This is an optimization exercise on Yosys and OpenROAD, whose aim is small area, not a production implementation.
Function was checked by simulation only, so behaviour that the tests miss may differ from the original.

Setup of v34:
// dpll_loop_filter
module dpll_loop_filter (
    input  wire               clk,
    input  wire               rst,
    input  wire               start,
    input  wire               preset,
    input  wire signed [31:0] e_loop,
    input  wire               frozen,
    input  wire        [4:0]  bw_code,
    input  wire        [2:0]  damp,
    input  wire               type3,
    input  wire        [9:0]  lim_ppm,
    input  wire signed [47:0] preset_fcw,
    output reg                done,
    output wire signed [47:0] fcw,
    output reg                clamp
);
    reg  [81:0] i1;           
    reg  [95:0] i2;
    reg  [39:0] fcw_r;        
    reg         prev_valid;
    reg  [8:0]  prev_cfg;
    reg         p1, p2, p3, p4;
    assign fcw = {{8{fcw_r[39]}}, fcw_r};
    wire p0  = start;
    wire act = ~frozen;
    wire [4:0] code_n = (bw_code > 5'd20) ? 5'd20 : bw_code;
    wire [2:0] damp_a = (damp > 3'd5) ? 3'd4 : damp;
    wire [2:0] damp_n = (type3 && damp_a < 3'd3) ? 3'd3 : damp_a;
    wire [8:0] cfg    = {type3, damp_n, code_n};
    wire       chg    = prev_valid && (cfg != prev_cfg);
    wire [1:0] gsel = p0 ? 2'd0 : p1 ? 2'd1 : 2'd2;
    wire [8:0] tcfg = p2 ? prev_cfg : cfg;
    reg [2:0] tg;
    reg [1:0] tp;
    always @(*) begin
        case (tcfg[4:0])
            5'd0: begin tg = 3'd0; tp = 2'd0; end
            5'd1: begin tg = 3'd0; tp = 2'd1; end
            5'd2: begin tg = 3'd1; tp = 2'd0; end
            5'd3: begin tg = 3'd1; tp = 2'd1; end
            5'd4: begin tg = 3'd1; tp = 2'd2; end
            5'd5: begin tg = 3'd2; tp = 2'd0; end
            5'd6: begin tg = 3'd2; tp = 2'd1; end
            5'd7: begin tg = 3'd2; tp = 2'd2; end
            5'd8: begin tg = 3'd3; tp = 2'd0; end
            5'd9: begin tg = 3'd3; tp = 2'd1; end
            5'd10: begin tg = 3'd3; tp = 2'd2; end
            5'd11: begin tg = 3'd4; tp = 2'd0; end
            5'd12: begin tg = 3'd4; tp = 2'd1; end
            5'd13: begin tg = 3'd4; tp = 2'd2; end
            5'd14: begin tg = 3'd5; tp = 2'd0; end
            5'd15: begin tg = 3'd5; tp = 2'd1; end
            5'd16: begin tg = 3'd5; tp = 2'd2; end
            5'd17: begin tg = 3'd6; tp = 2'd0; end
            5'd18: begin tg = 3'd6; tp = 2'd1; end
            5'd19: begin tg = 3'd6; tp = 2'd2; end
            5'd20: begin tg = 3'd6; tp = 2'd3; end
  ...
Size: about 5900 cells after synthesis, ~230 flip-flops, about 40000 um2 of cells after synthesis.
==> flow/config.mk <==
export PLATFORM = sky130hd
export DESIGN_NAME = dpll_loop_filter
export DESIGN_NICKNAME = dpll_loop_filter
export VERILOG_FILES = /design/flow/design.v
export SDC_FILE = /design/flow/constraint.sdc
export NUM_CORES = 4
export LEC_CHECK = 0
export ABC_AREA = 1
export CAP_MARGIN = 0
export CORE_MARGIN = 2
export CORE_UTILIZATION = 40
export CTS_BUF_LIST = sky130_fd_sc_hd__clkbuf_8
export SLEW_MARGIN = 0
export SYNTH_HIERARCHICAL = 1
export SYNTH_MEMORY_MAX_BITS = 131072
export SYNTH_MINIMUM_KEEP_SIZE = 0
==> flow/constraint.sdc <==
create_clock -name core_clock -period 40.0 [get_ports {clk}]
set_input_delay 8.0000 -clock core_clock [delete_from_list [all_inputs] [get_ports {clk}]]
set_output_delay 8.0000 -clock core_clock [all_outputs]
set_load 0.01 [all_outputs]
run.sh (not shown) runs the stock make flow with config.mk's settings and CLKGATE_MAP_FILE= SYNTH_SCRIPT=/design/flow/synth_recipe.tcl, a recipe that flattens the netlist after the stock synthesis.
Modified inputs, v4 compared to v34
- CAP_MARGIN now 20, was 0
- SLEW_MARGIN now 20, was 0
- CTS_CLUSTER_DIAMETER now 80, previously not set
- CTS_CLUSTER_SIZE now 12, previously not set
- PLACE_DENSITY now 0.75, previously not set
==> flow/flow/run.sh (new file) <==
#!/bin/bash
# Own flow: the standard layout (standard.sh), with every input and output
# port buffered by sky130_fd_sc_hd__buf_1 instead of the delay buffer
# clkdlybuf4s50_1 that buffer_ports picks by default, and clock tree synthesis
# without dummy loads.  The tool output goes to log_standard.txt in this folder.
set -euo pipefail
export BUFFER_PORTS_ARGS="-buffer_cell sky130_fd_sc_hd__buf_1"
export CTS_ARGS="-sink_clustering_enable -repair_clock_nets -sink_clustering_size 12 -sink_clustering_max_diameter 80 -buf_list sky130_fd_sc_hd__clkbuf_8 -dont_use_dummy_load"
bash standard.sh > log_standard.txt 2>&1
==> flow/standard.sh (new file) <==
#!/bin/bash
# synth_recipe.tcl (not shown) runs the flow's synth.tcl, then flattens the netlist and writes it again
# the make line also repeats each setting of config.mk as NAME=value (left out here)
make -C /OpenROAD-flow-scripts/flow DESIGN_CONFIG=/design/flow/config.mk WORK_HOME=/design/flow/orfs CLKGATE_MAP_FILE= SYNTH_SCRIPT=/design/flow/synth_recipe.tcl "${@:-finish}"
removed: flow/run.sh
==> comparison <==
The area of combinational cells with multiple inputs of v4 and that of v34 are within noise of each other.
v34 → v4: clock edge transition at the registers on the reported setup and hold paths climbed 0.03 ns, detailed-route vias per instance climbed 0.14, final critical delay including setup and external delays climbed 0.24 ns, simple-gate share of the synthesized area barely changed.
Endpoint of the most critical setup path = i1[34]: v34; endpoint of the most critical setup path = i1[80]: v4
### v4 -> v1
- PLACE_DENSITY: 0.75 -> unset
[summary]
For compound-gate portion of the synthesized area, v1 and v4 come out practically identical.
Between v1 and v4, the count of placed standard cells in the final layout, fillers left out figures differ only marginally.
Register-to-register slack: v1 and v4 compared, higher one is v1
Compared with v4, v1 shows a average wire length per cell after detail routing that is 0.57 um higher.
Diff v4 -> v1 | post-route met1 wirelength | up by a few percent
~same sequential share of layout area in v1 and v4
Compared v4 against v1; utilization within noise.
[compare] base=v4 new=v1: non-clock buffer contribution to total cell area essentially unchanged.
The final critical-path setup slack number comes out lower for v4 vs v1.
Final area delta (v4 -> v1): insignificant
> inputs changed (v1 -> v32)
==> flow/flow/run.sh <==
#!/bin/bash
# Own flow: the standard layout (standard.sh), with every input and output
# port buffered by sky130_fd_sc_hd__buf_1 instead of the delay buffer
# clkdlybuf4s50_1 that buffer_ports picks by default, and ORFS's power recovery
# (repair_timing -recover_power after global routing: downsizing gates on paths
# with positive slack) enabled.  The tool output goes to log_standard.txt here.
set -euo pipefail
export BUFFER_PORTS_ARGS="-buffer_cell sky130_fd_sc_hd__buf_1"
export RECOVER_POWER=100
bash standard.sh > log_standard.txt 2>&1
[summary]
Max delay of the slowest critical-path stage across v32 and v1: v32. From the logs: v32 reached the end of the flow and failed the layout checks with max-capacitance violations, max-slew violations. v1 completed every stage of the flow, and the final layout passed the timing, design-rule and antenna checks. Summary of v32 over v1: final worst-path setup slack went down by 1.30 ns; total number of multi-input combinational cells was more or less identical. Compared with v1, in v32 utilization now sits at about the same level; data required time of the worst path increased by 0.08 ns relative to the old numbers.
## Diff of input files: v48 against v32
- changing CORE_UTILIZATION from 40 to 50
==> flow/flow/run.sh <==
#!/bin/bash
# Own flow: the standard layout (standard.sh), with every input and output
# port buffered by sky130_fd_sc_hd__buf_1 instead of the delay buffer
# clkdlybuf4s50_1 that buffer_ports picks by default, and clock tree synthesis
# without dummy loads.  The tool output goes to log_standard.txt in this folder.
set -euo pipefail
export BUFFER_PORTS_ARGS="-buffer_cell sky130_fd_sc_hd__buf_1"
export CTS_ARGS="-sink_clustering_enable -repair_clock_nets -sink_clustering_size 12 -sink_clustering_max_diameter 80 -buf_list sky130_fd_sc_hd__clkbuf_8 -dont_use_dummy_load"
bash standard.sh > log_standard.txt 2>&1
Findings:
- v48 reached the final stage; the timing, design-rule and antenna checks on its layout passed.
- Relative to v32, the number of standard cells in the layout, taps in and fillers out of v48 is lower by 3.5%.
- v32 -> v48: critical path depth increased by more than 10%
- Per the comparison of v48 with v32, total wire length after detailed routing fell 1.6%; final critical-path required period decreased by 0.86 ns relative to the old numbers; share of final layout cell area taken by clock buffers and inverters decreased 0.31 points; upper clock frequency limit higher.
- Compared with v32, v48 has extra setup slack.


Setup of job 9179:
dpll_loop_filter again, from the RTL that the note above started with.
==> flow/design.v (excerpt) <==
module dpll_loop_filter (
    input  wire               clk,
    input  wire               rst,
    input  wire               start,
    input  wire               preset,
    input  wire signed [31:0] e_loop,
    input  wire               frozen,
    input  wire        [4:0]  bw_code,
    input  wire        [2:0]  damp,
    input  wire               type3,
    input  wire        [9:0]  lim_ppm,
    input  wire signed [47:0] preset_fcw,
    output reg                done,
    output wire signed [47:0] fcw,
    output reg                clamp
);
==> flow/config.mk <==
export PLATFORM = sky130hd
export DESIGN_NAME = dpll_loop_filter
export DESIGN_NICKNAME = dpll_loop_filter
export VERILOG_FILES = /design/flow/design.v
export SDC_FILE = /design/flow/constraint.sdc
export NUM_CORES = 4
export LEC_CHECK = 0
export ABC_AREA = 1
export CAP_MARGIN = 20
export CORE_MARGIN = 2
export CORE_UTILIZATION = 40
export CTS_BUF_LIST = sky130_fd_sc_hd__clkbuf_8
export CTS_CLUSTER_DIAMETER = 80
export CTS_CLUSTER_SIZE = 16
export SLEW_MARGIN = 20
export SYNTH_HIERARCHICAL = 1
export SYNTH_MEMORY_MAX_BITS = 131072
export SYNTH_MINIMUM_KEEP_SIZE = 0
==> flow/constraint.sdc <==
create_clock -name core_clock -period 40.0 [get_ports {clk}]
set_input_delay 8.0000 -clock core_clock [delete_from_list [all_inputs] [get_ports {clk}]]
set_output_delay 8.0000 -clock core_clock [all_outputs]
set_load 0.01 [all_outputs]
Stock flow here: none of the scripts above is used.
Job 9179 completed; timing, DRC and antenna clean
> inputs changed (job 9179 -> job 2065)
Settings: changing CTS_CLUSTER_SIZE from 16 to 12; setting GPL_TIMING_DRIVEN to 0 for the first time.
==> flow/flow/run.sh (new file) <==
#!/bin/bash
# Own flow: the standard layout (standard.sh), with every input and output
# port buffered by sky130_fd_sc_hd__buf_1 instead of the delay buffer
# clkdlybuf4s50_1 that buffer_ports picks by default.  The tool output goes to
# log_standard.txt in this folder.
set -euo pipefail
export BUFFER_PORTS_ARGS="-buffer_cell sky130_fd_sc_hd__buf_1"
bash standard.sh > log_standard.txt 2>&1
==> flow/standard.sh (new file) <==
#!/bin/bash
# synth_recipe.tcl (not shown) runs the flow's synth.tcl, then flattens the netlist and writes it again
# the make line also repeats each setting of config.mk as NAME=value (left out here)
make -C /OpenROAD-flow-scripts/flow DESIGN_CONFIG=/design/flow/config.mk WORK_HOME=/design/flow/orfs CLKGATE_MAP_FILE= SYNTH_SCRIPT=/design/flow/synth_recipe.tcl "${@:-finish}"
removed: flow/run.sh
## What came out
Cmp job 2065 and job 9179 / register-to-register slack / lower: job 2065. Depth of the critical timing path with buffers and inverters included: higher on job 2065. Job 2065: wire length higher than job 9179. Compared to job 9179, job 2065 has count of clock buffers in the final design 5 higher. Between job 2065 and job 9179, the area of combinational cells with multiple inputs is lower for job 2065. In the route summary, job 2065 ends up with a via count exceeding that of job 9179. Taking job 9179 as 1.0, job 2065 lands at 1.15 on routed length on met2. Of job 2065 and job 9179, the run reporting the higher non-clock buffer share of cell area was job 2065. Re final-stage net count: job 9179 was lower than job 2065.
> inputs changed (job 2065 -> job 1026)
Settings: a change of CTS_CLUSTER_SIZE from 12 to 16; a deleted GPL_TIMING_DRIVEN that had been 0.
Findings:
Final clock period utilization by the worst path was higher in job 2065 than in job 1026. Maximum frequency delta (job 1026 − job 2065): favourable. Against job 2065, the final cell area of job 1026 is lower. Relative to job 2065, job 1026 improves shortest period the worst path allows. Diff job 1026 and job 2065: sequential cell area share lower in job 2065. Xor/xnor cell area share of the yosys netlist came out exactly the same in job 1026 and job 2065.
The following lists how job 9740 was set up differently from job 1026:
Settings: CTS_CLUSTER_DIAMETER no longer set, was 80; CTS_BUF_LIST now sky130_fd_sc_hd__clkbuf_4 sky130_fd_sc_hd__clkbuf_8, was sky130_fd_sc_hd__clkbuf_8; CTS_CLUSTER_SIZE now 12, was 16.
==> flow/run.sh (new file) <==
#!/bin/bash
# synth_recipe.tcl (not shown) runs the flow's synth.tcl, then flattens the netlist and writes it again
# the make line also repeats each setting of config.mk as NAME=value (left out here)
make -C /OpenROAD-flow-scripts/flow DESIGN_CONFIG=/design/flow/config.mk WORK_HOME=/design/flow/orfs CLKGATE_MAP_FILE= SYNTH_SCRIPT=/design/flow/synth_recipe.tcl finish
removed: flow/flow/run.sh
removed: flow/standard.sh
## What came out
[compare] base=job 1026 new=job 9740: average wire length per cell after detail routing shows an increase of 1.6%; number of CTS-inserted buffers shows an increase of about 120%.
The run showing the greater cell count is job 9740.
For job 1026, the destination of the critical timing path was i2[50], unlike job 9740, where it was i1[34].
As of job 9740, fmax had fallen slightly compared to job 1026.
Any difference in number of distinct standard cells referenced by the synthesized netlist between job 9740 and job 1026 is small enough to ignore.
Going from job 1026 to job 9740, total non-filler cell area in the finished layout grows by 4.0%.
Between job 9740 and job 1026, it is job 9740 whose final setup slack of the worst path is lower, by 610 ps.
### job 9740 -> job 2062
Settings: CTS_CLUSTER_SIZE: 12 -> unset; CTS_BUF_LIST: sky130_fd_sc_hd__clkbuf_4 sky130_fd_sc_hd__clkbuf_8 -> sky130_fd_sc_hd__clkbuf_8.
==> flow/flow/run.sh (new file) <==
#!/bin/bash
# Own flow: the standard layout (standard.sh), with every input and output
# port buffered by sky130_fd_sc_hd__buf_1 instead of the delay buffer
# clkdlybuf4s50_1 that buffer_ports picks by default.  The tool output goes to
# log_standard.txt in this folder.
set -euo pipefail
export BUFFER_PORTS_ARGS="-buffer_cell sky130_fd_sc_hd__buf_1"
bash standard.sh > log_standard.txt 2>&1
==> flow/standard.sh (new file) <==
#!/bin/bash
# synth_recipe.tcl (not shown) runs the flow's synth.tcl, then flattens the netlist and writes it again
# the make line also repeats each setting of config.mk as NAME=value (left out here)
make -C /OpenROAD-flow-scripts/flow DESIGN_CONFIG=/design/flow/config.mk WORK_HOME=/design/flow/orfs CLKGATE_MAP_FILE= SYNTH_SCRIPT=/design/flow/synth_recipe.tcl "${@:-finish}"
removed: flow/run.sh
Findings:
What job 2062 reported for largest net degree at the start of global routing has to be multiplied by 1.14 to get the figure for job 9740.
Looking at routed via count divided by cell count, job 2062 sits 0.54% lower than job 9740 does.
NOTE count of clock-buffer cells in the layout job 9740->job 2062 decreased by more than 10%
The area growth from synthesis to layout in job 2062 was lower than what job 9740 gave.
[compare] base=job 9740 new=job 2062: setup slack now sits higher; routed wire length went down by 2.3%.


dpll_loop_filter again, from the RTL that the note above started with.
==> flow/config.mk <==
export PLATFORM = sky130hd
export DESIGN_NAME = dpll_loop_filter
export DESIGN_NICKNAME = dpll_loop_filter
export VERILOG_FILES = /design/flow/design.v
export SDC_FILE = /design/flow/constraint.sdc
export NUM_CORES = 4
export LEC_CHECK = 0
export ABC_AREA = 1
export CAP_MARGIN = 20
export CORE_MARGIN = 2
export CORE_UTILIZATION = 40
export CTS_BUF_LIST = sky130_fd_sc_hd__clkbuf_8
export CTS_CLUSTER_DIAMETER = 80
export CTS_CLUSTER_SIZE = 12
export SLEW_MARGIN = 20
export SYNTH_HIERARCHICAL = 1
export SYNTH_MEMORY_MAX_BITS = 131072
export SYNTH_MINIMUM_KEEP_SIZE = 0
==> flow/constraint.sdc <==
create_clock -name core_clock -period 40.0 [get_ports {clk}]
set_input_delay 8.0000 -clock core_clock [delete_from_list [all_inputs] [get_ports {clk}]]
set_output_delay 8.0000 -clock core_clock [all_outputs]
set_load 0.01 [all_outputs]
standard.sh (not shown) runs the stock make flow with config.mk's settings and CLKGATE_MAP_FILE= SYNTH_SCRIPT=/design/flow/synth_recipe.tcl, a recipe that flattens the netlist after the stock synthesis.
==> flow/flow/run.sh <==
#!/bin/bash
# Own flow: the standard layout (standard.sh), with every input and output
# port buffered by sky130_fd_sc_hd__buf_1 instead of the delay buffer
# clkdlybuf4s50_1 that buffer_ports picks by default.  The tool output goes to
# log_standard.txt in this folder.
set -euo pipefail
export BUFFER_PORTS_ARGS="-buffer_cell sky130_fd_sc_hd__buf_1"
bash standard.sh > log_standard.txt 2>&1
==> next run, changes <==
==> flow/run.sh (new file) <==
#!/bin/bash
# synth_recipe.tcl (not shown) runs the flow's synth.tcl, then flattens the netlist and writes it again
# the make line also repeats each setting of config.mk as NAME=value (left out here)
make -C /OpenROAD-flow-scripts/flow DESIGN_CONFIG=/design/flow/config.mk WORK_HOME=/design/flow/orfs CLKGATE_MAP_FILE= SYNTH_SCRIPT=/design/flow/synth_recipe.tcl finish
- CTS_CLUSTER_DIAMETER: 80 -> unset
- CTS_CLUSTER_SIZE: 12 -> unset
removed: flow/flow/run.sh
removed: flow/standard.sh
Result: Hold slack got worse by 4.3 ps. Count of clock-buffer cells in the layout goes up by 33.

static timing again, ports no longer ideal:
How much do the figures lean on ideal ports? The routed layouts below were timed once more, with nothing changed but the port constraints.
Step 1 assumes that a clkbuf_16 drives the clock port and a buf_2 every other input.
Step 2 moves the port delays by t, midway between the first and last clock arrival at a register: inputs arrive t later, outputs are due t later. That takes back most of the time a late clock gives input paths.
Slacks: ideal ports / drivers / drivers and shift; pairs: ideal ports / drivers.
run	shift t [ns]	slack for setup (ns)	worst setup path at the end	clock arrival spread, ns	worst register clock-pin slew, ns
v34	0.698	4.395 / 4.436 / 3.739	input to register	0.063 / 0.063	0.07 / 0.07
v4	0.652	4.153 / 4.186 / 3.534	input to register	0.051 / 0.050	0.11 / 0.11
v1	0.665	5.145 / 5.183 / 4.517	input to register	0.117 / 0.117	0.10 / 0.10
v32	0.680	3.848 / 3.883 / 3.203	input to register	0.066 / 0.066	0.10 / 0.10
v48	0.681	4.705 / 4.740 / 4.059	input to register	0.096 / 0.096	0.11 / 0.11
job 9179	0.691	4.538 / 4.577 / 3.886	input to register	0.045 / 0.045	0.12 / 0.12
job 2065	0.730	2.846 / 2.889 / 2.159	input to register	0.060 / 0.060	0.10 / 0.10
job 1026	0.684	5.082 / 5.123 / 4.438	input to register	0.070 / 0.071	0.11 / 0.11
job 9740	0.703	4.474 / 4.516 / 3.813	input to register	0.056 / 0.056	0.07 / 0.07
job 2062	0.688	5.162 / 5.201 / 4.513	input to register	0.022 / 0.022	0.07 / 0.07
the first run of note 3	0.681	5.047 / 5.085 / 4.404	input to register	0.069 / 0.069	0.10 / 0.10
the second run of note 3	0.698	4.395 / 4.436 / 3.739	input to register	0.063 / 0.063	0.07 / 0.07
The setup slack of job 2065, which loses most, moves by +0.043 ns with the drivers and by -0.687 ns with both steps.
